From an optimization exercise on the open Yosys and OpenROAD flow, aimed at small area, a short achievable clock period and few clock cycles per item; shortcuts taken in it are not production practice.
In this exercise RTL edits were held to simulation tests only and were not proved equivalent to the original.
Power figures rest on the tool's default switching activity, not on a simulated workload.

`design.v`:
```
module xv_pivot (
    input  wire        clk,
    input  wire        rst,
    input  wire        in_valid,
    output wire        in_ready,
    input  wire [63:0] in_p,
    input  wire [63:0] in_th,
    input  wire [7:0]  in_fs,
    input  wire [7:0]  in_fd,
    input  wire        in_sx32,
    input  wire        in_dx32,
    input  wire        in_rsq,
    input  wire        in_sat,
    output wire        out_valid,
    output wire [63:0] out_q,
    output wire [3:0]  out_flags
);
    localparam [1:0] S_IDLE = 2'd0, S_PREP = 2'd1, S_DIV = 2'd2, S_DONE = 2'd3;
    reg [1:0]  state;
    reg        sqf;           
    reg        bad;           
    reg        nv;
    reg        dx32, rsq, sat;
    reg signed [9:0] e;
    reg [62:0] d;             
    reg [63:0] rem;           
    reg [6:0]  k;             
    reg [1:0]  qb;            
    reg        sq_en;         
    reg [64:0] srem;          
    reg [63:0] res;           
    reg        spec;
    reg [3:0]  sfl;
    assign in_ready  = (state == S_IDLE) || (state == S_DONE);
    assign out_valid = (state == S_DONE);
    assign out_q     = res;
    wire   nx        = (rem != 64'd0) || (srem != 65'd0);
    assign out_flags = spec ? sfl : {1'b0, nx, nx && (res == 64'd0), 1'b0};
    wire [63:0] pi = in_sx32 ? {{32{in_p[31]}},  in_p[31:0]}  : in_p;
    wire [63:0] ti = in_sx32 ? {{32{in_th[31]}}, in_th[31:0]} : in_th;
    wire p_nar = in_sx32 ? (in_p[31:0]  == 32'h8000_0000) : (in_p  == 64'h8000_0000_0000_0000);
    wire t_nar = in_sx32 ? (in_th[31:0] == 32'h8000_0000) : (in_th == 64'h8000_0000_0000_0000);
    wire a_nv  = ($signed(pi) <= 64'sd0) || ($signed(pi) < $signed(ti));
    wire signed [9:0] fs10 = {{2{in_fs[7]}}, in_fs};
    wire signed [9:0] fd10 = {{2{in_fd[7]}}, in_fd};
    wire signed [9:0] a_e  = (in_rsq ? fd10 + fd10 : fd10) + fs10;
    reg [5:0] msb;
    integer b;
    always @* begin
        msb = 6'd0;
        for (b = 0; b < 63; b = b + 1)
            if (d[b]) msb = b[5:0];
    end
    wire pow2 = ((d & (d - 63'd1)) == 63'd0);
    wire signed [9:0] s   = e - $signed({4'd0, msb});            
    wire signed [9:0] kk  = rsq ? (dx32 ? 10'sd61 : 10'sd125) : (dx32 ? 10'sd30 : 10'sd62);
    wire under = s[9];
    wire over  = (s > kk + 10'sd1) || ((s == kk + 10'sd1) && pow2);
    wire signed [9:0] k0  = (s < kk) ? s : kk;
    wire [9:0] sh  = e - k0;
    wire [63:0] nar_code = dx32 ? 64'h0000_0000_8000_0000 : 64'h8000_0000_0000_0000;
    wire [63:0] max_code = dx32 ? 64'h0000_0000_7FFF_FFFF : 64'h7FFF_FFFF_FFFF_FFFF;
    wire [64:0] rem_sub = {1'b0, rem} - {2'b00, d};
    wire        q_one   = !rem_sub[64];
    wire [63:0] rem_nx  = q_one ? rem_sub[63:0] : rem;
    wire [66:0] srem2    = {srem, qb};
    wire [66:0] trial    = {1'b0, res[63:0], 2'b01};
    wire [67:0] srem_sub = {1'b0, srem2} - {1'b0, trial};
    wire        r_one    = !srem_sub[67];
    wire [64:0] srem_nx  = r_one ? srem_sub[64:0] : srem2[64:0];
    always @(posedge clk) begin
        if (rst) begin
            state <= S_IDLE;
            sqf   <= 1'b0;
            sq_en <= 1'b0;
        end else begin
            sq_en <= 1'b0;
            case (state)
                S_IDLE, S_DONE: begin
                    if (in_valid) begin
                        d     <= pi[62:0];
                        bad   <= p_nar || t_nar || a_nv;
                        nv    <= !(p_nar || t_nar);
                        e     <= a_e;
                        dx32  <= in_dx32;
                        rsq   <= in_rsq;
                        sat   <= in_sat;
                        state <= S_PREP;
                    end else
                        state <= S_IDLE;
                end
                S_PREP: begin
                    rem  <= 64'd1 << sh[5:0];
                    k    <= k0[6:0];
                    qb   <= 2'b00;
                    srem <= 65'd0;
                    spec <= 1'b1;
                    if (bad) begin
                        res   <= nar_code;
                        sfl   <= {nv, 3'b000};
                        state <= S_DONE;
                    end else if (under) begin
                        res   <= 64'd0;
                        sfl   <= 4'b0110;
                        state <= S_DONE;
                    end else if (over) begin
                        res   <= sat ? nar_code : max_code;
                        sfl   <= 4'b0101;
                        state <= S_DONE;
                    end else begin
                        res   <= 64'd0;
                        spec  <= 1'b0;
                        state <= S_DIV;
                    end
                end
                S_DIV: begin
                    if (!sqf) begin
                        rem <= {rem_nx[62:0], 1'b0};
                        k   <= k - 7'd1;
                        qb  <= {qb[0], q_one};
                        sq_en <= rsq && !k[0];
                        if (!rsq)
                            res <= {res[62:0], q_one};
                        if (k == 7'd0) begin
                            if (rsq) sqf <= 1'b1;
                            else     state <= S_DONE;
                        end
                    end else begin
                        sqf   <= 1'b0;
                        state <= S_DONE;
                    end
                    if (sq_en) begin
                        srem <= srem_nx;
                        res  <= {res[62:0], r_one};
                    end
                end
            endcase
        end
    end
endmodule
```
`config.mk`:
```
export PLATFORM = sky130hd
export DESIGN_NAME = xv_pivot
export DESIGN_NICKNAME = xv_pivot
export VERILOG_FILES = /design/flow/design.v
export SDC_FILE = /design/flow/constraint.sdc
export NUM_CORES = 4
export LEC_CHECK = 0
export CAP_MARGIN = 20
export CORE_MARGIN = 2
export CORE_UTILIZATION = 40
export SLEW_MARGIN = 20
```
`constraint.sdc`:
```
create_clock -name core_clock -period 9.0 [get_ports {clk}]
set_input_delay 1.8000 -clock core_clock [delete_from_list [all_inputs] [get_ports {clk}]]
set_output_delay 1.8000 -clock core_clock [all_outputs]
set_load 0.01 [all_outputs]
```
`run.sh`:
```
#!/bin/bash
# synth_recipe.tcl (not shown) runs the flow's synth.tcl, then flattens the netlist and writes it again
# the make line also repeats each setting of config.mk as NAME=value (left out here)
make -C /OpenROAD-flow-scripts/flow DESIGN_CONFIG=/design/flow/config.mk WORK_HOME=/design/flow/orfs CLKGATE_MAP_FILE= SYNTH_SCRIPT=/design/flow/synth_recipe.tcl finish
```
==> run notes <==
The congestion estimate from routability-driven global placement came to 0.981. For the final instance count without filler cells, the log shows 3705. In this run the tightest slew margin relative to its limit is 22.2%. The total routed wirelength was 83800 microns. The mean routed wirelength per cell was 22.6 microns. In this run the number of H-tree levels came out at 2. The logs give 92 for the distinct cell type count after synthesis and 90 for the row count. Ranked by total cell area, the synthesized netlist is headed by sky130_fd_sc_hd__edfxtp_1 (35%), sky130_fd_sc_hd__ha_1 (11%), sky130_fd_sc_hd__o21ai_0 (4.5%), sky130_fd_sc_hd__mux2i_1 (3.9%), sky130_fd_sc_hd__a21oi_1 (3.8%). Counting every net in the synthesized netlist gives 3096. The first-pass iteration count of the detailed router came out at 6. 0 antenna diodes ended up in the layout. The nature of the critical path endpoint is a register. Counting cells, the worst reg-to-reg path comes to 32. In this run the worst path has a maximum fanout of 16. For the worst setup path, the data arrival time is 8.20 ns. CTS placed an instance of sky130_fd_sc_hd__clkbuf_16 at the clock tree root.

The logs give 4430 microns for the length of routed met3 wiring and 0 for the count of pins over their slew limit. Buffers added to address setup during post-CTS repair amount to 0. The run gives 1 as the number of warning messages in the yosys log. The met1 wire length was 36800 microns. The critical path in this run is classified as reg2reg. The top metal layer carrying routed signals was met4.

The worst hold path begins at sqf. The buffer depth of the longest clock path was 3. Clock skew on the completed layout was measured at 0.0193 ns.

The tools report the endpoint of the worst hold-timing path as sqf. The fraction of layout instances using a drive strength above 1 is 4.28%, and the final-layout fill cell count is 5838. In the routed design, unresolved DRC markers number 0. The total I/O pin count came out at 221. The tools report the remaining number of nets flagged by the antenna check after routing as 0. The flow ran to the end and the layout has no timing, DRC or antenna violations. The number of hold buffers added after cts was 0. The critical path's slowest cell was sky130_fd_sc_hd__or3b_1.

After clock tree synthesis, the clock-pin slew on the worst setup and hold paths is 0.06 ns. The net total in the final layout is 3273. The ratio of total power to cell area was 306 nW/um^2; the average size of a mapped cell was 9.04 sq um. In this run the standard cell core region covers 60600 sq um.

The cell depth of the worst hold path was 2; the clock net sink count was 289. The count of buffers added on input and output ports is 220. Adding up every negative setup slack in the final design gives 0 ns. The logs give 0 for the count of endpoints failing hold in the final timing report and 1.08 ns for the setup slack of the most critical reg-to-reg path. Via count of the first global-routing pass: 21800.

Derived from the worst setup path, the maximum achievable clock frequency is 126 MHz. The final cycle utilization of the critical path came out at 88.0%. The number of CTS-inserted buffers is 36. The number of standard cells after synthesis is 2721.

STA puts the critical path data required time at 9.28 ns. The layout overhead on the synthesized area was 16.4%; the routed via count was 22400. The worst hold slack across all endpoints is 0.474 ns, and the post-layout minimum cycle time is 7.92 ns. The run gives 47.3% as the core utilization of the finished layout.

The tools report the clock latency of the later-clocked register in the worst-skew pair as 0.57 ns. After detailed routing, the met2 layer carries 39700 microns of wire. On the worst path, the slowest cell contributes a delay of 0.58 ns. The width of the chip was 252 microns; the effective utilization at floorplan was 40.6%.

The min-delay analysis places its worst path in the category reg2reg. The area share of the largest cell type after synthesis works out to 34.8%. The fraction of the yosys area taken by sequential cells came out at 35.1%.

After synthesis, the share of flip-flops with an asynchronous set or reset is 0%. The worst supply voltage drop on vdd came out at 0.204 mV. The worst setup path is launched from a register.

After synthesis the netlist holds a flip-flop and latch count of 289. TritonCTS built the clock tree. In this run the critical register-to-register path is launched from d[6]. The analysis attributes to cell leakage a power of 11.5 nW. In this run, placement finished with an instance count of 3642. The most prevalent standard cell on the critical path was sky130_fd_sc_hd__ha_1. The most repeated cell in the gate-level netlist after synthesis was sky130_fd_sc_hd__edfxtp_1. For this block, the initial DRC count from the detailed router was 1817. Entering global routing, the biggest net connects 106 pins.

The top flip-flop cell by instance count after synthesis was sky130_fd_sc_hd__edfxtp_1. After clock tree synthesis, the repair step resized 0 gates. For this run, the total global-route usage over all layers was measured as 25.7%. Global routing finished with a remaining overflow of 0. For the overall die area, the log shows 63500 sq um.

The synthesized design spends more area on one cell type than any other, namely sky130_fd_sc_hd__edfxtp_1. After detailed routing, the number of vias per cell comes to 6.05. The number of antenna violations at the first check in global routing was 0. Setup repair after global routing left no endpoint under its margin.

The commonest cells after synthesis are sky130_fd_sc_hd__edfxtp_1 (285), sky130_fd_sc_hd__inv_1 (247), sky130_fd_sc_hd__o21ai_0 (222). Yosys mapped a number of flops with a built-in enable equal to 285. The vertical die dimension works out to 252 microns. The transition time at the pin with the least slew margin came out at 1.16 ns. OpenSTA, run right after detailed placement, puts the worst setup slack at 1.13 ns. The worst register-to-register path ends at rem[8]. Summing every instance area after synthesis gives 24600 sq um.

The max-capacitance violation count is 0, and the setup violation total in the final timing report is 0. The first global-routing pass estimated 128000 microns of wire. The tools report the worst setup slack after layout as 1.08 ns. Once detailed placement completed, the half-perimeter wirelength came to 67200 microns.
[kinds of logic (layout without fill, tap and decap cells)]
kind of cell	Yosys count	count (layout)	synth area share [%]
compound gates	856	856	22.7
xor+xnor	138	138	4.97
fa+ha+maj	227	227	11.6
buf+inv	347	549	5.51
flops	289	289	35.1
mux	105	105	4.32
simple gates	759	759	15.8
[how the worst max path moves through the flow]
stage / from / end / slack [ns]
6_report: d[6] / rem[8] / 1.08
5_1_grt: d[6] / rem[8] / 0.45
4_1_cts: d[6] / rem[8] / 1.12
3_5_place_dp: d[6] / rem[10] / 1.13
3_3_place_gp: d[6] / rem[7] / 1.39
2_1_floorplan: d[6] / rem[47] / 2.23
[metrics by stage]
| stage | cell area [sq um] | power, W |
|---|---|---|
| after floorplan | 24600 | 0.00580 |
| after global placement | 27600 | 0.00725 |
| after detailed placement | 27600 | 0.00730 |
| after CTS | 28700 | 0.00872 |
| after global routing | 28700 | 0.00933 |
| final | 28700 | 0.00876 |
[report_power, final]
part	switching (W)	internal (W)
combinational	0.00302	0.00195
clock	0.000613	0.000769
sequential	0.000411	0.00199
total	0.00405	0.00471
[layout make-up]
type                            instances  area, sq um  area share, %
Clock buffer                           39          912           3.18
Clock inverter                         24          180          0.629
Inverter                              249          940           3.28
Multi-Input combinational cell       2085        14700           51.2
Sequential cell                       289         8640           30.1
Tap cell                              782          978           3.41
Timing Repair Buffer                  237         2330           8.13
[worst max-delay path, delay by kind of cell, from the launching register on]
family,cells,cell delay (ns)
buffers and inverters,1,0.06
adder cells (fa/ha/maj),4,0.85
flip-flops,1,0.45
multiplexers,1,0.34
AND/OR/NAND/NOR,8,1.72
AO/OA/AOI/OAI,18,4.17
[layer usage]
metal	vias to the layer above	track usage, %
met4	0	9.08
li1	10700	-
met2	767	43.5
met3	131	2.96
met1	10800	34.0
met5	-	0
[cell usage in the layout (no fill, tap or decap), types with 16 or more instances in the layout]
cell,n
sky130_fd_sc_hd__edfxtp_1,285
sky130_fd_sc_hd__inv_1,247
sky130_fd_sc_hd__o21ai_0,222
sky130_fd_sc_hd__ha_1,220
sky130_fd_sc_hd__clkdlybuf4s50_1,220
sky130_fd_sc_hd__nor2_1,188
sky130_fd_sc_hd__a21oi_1,187
sky130_fd_sc_hd__nand2_1,150
sky130_fd_sc_hd__a21o_1,107
sky130_fd_sc_hd__nor4_1,102
sky130_fd_sc_hd__mux2i_1,96
sky130_fd_sc_hd__xnor2_1,91
sky130_fd_sc_hd__nand4_1,62
sky130_fd_sc_hd__nand3_1,56
sky130_fd_sc_hd__xor2_1,46
sky130_fd_sc_hd__nor3_1,46
sky130_fd_sc_hd__clkbuf_16,36
sky130_fd_sc_hd__o21a_1,35
sky130_fd_sc_hd__o211ai_1,30
sky130_fd_sc_hd__o22ai_1,29
sky130_fd_sc_hd__o31ai_1,26
sky130_fd_sc_hd__nor2b_1,25
sky130_fd_sc_hd__a211oi_1,24
sky130_fd_sc_hd__nand2b_1,23
sky130_fd_sc_hd__o32ai_1,23
sky130_fd_sc_hd__and3_1,20
sky130_fd_sc_hd__a31oi_1,18
sky130_fd_sc_hd__o21bai_1,17
sky130_fd_sc_hd__buf_4,17
sky130_fd_sc_hd__or3_1,16
[sequential cells by signal (all words and copies together) (netlist names)]
name   cells
e         10
nv         1
qb         2
sqf        1
d         63
sq_en      1
sfl        4
rsq        1
srem      65
k          7
sat        1
spec       1
bad        1
rem       64
dx32       1
res       64
state      2
Testbench counts, summed over its fixed seeds: cycles 104,066, items 1,600.

what the ideal ports hide:
The results above use ideal ports. As a check the final layout listed here was re-extracted and re-timed, cells and wires unchanged.
Step 1, drivers: a clkbuf_16 drives clk and a buf_2 each remaining input, both assumed.
Step 2 times the ports against the registers' clock, not the clock port: input delays grow and output delays shrink by t, the midpoint of the rising clock arrivals with the driver on.
Three values: ideal ports, drivers, drivers and shift; two values: the first two.
t, ns: 0.623
setup WS [ns]: 1.078 / 1.078 / 1.078
worst setup path after step 2: register to register
clock arrival spread, ns: 0.019 / 0.019
pins driven straight from the clock port: 1
After both steps setup and hold are still met in this run. The setup slack of this run moves by 0.000 ns with the drivers and by 0.000 ns with both steps.
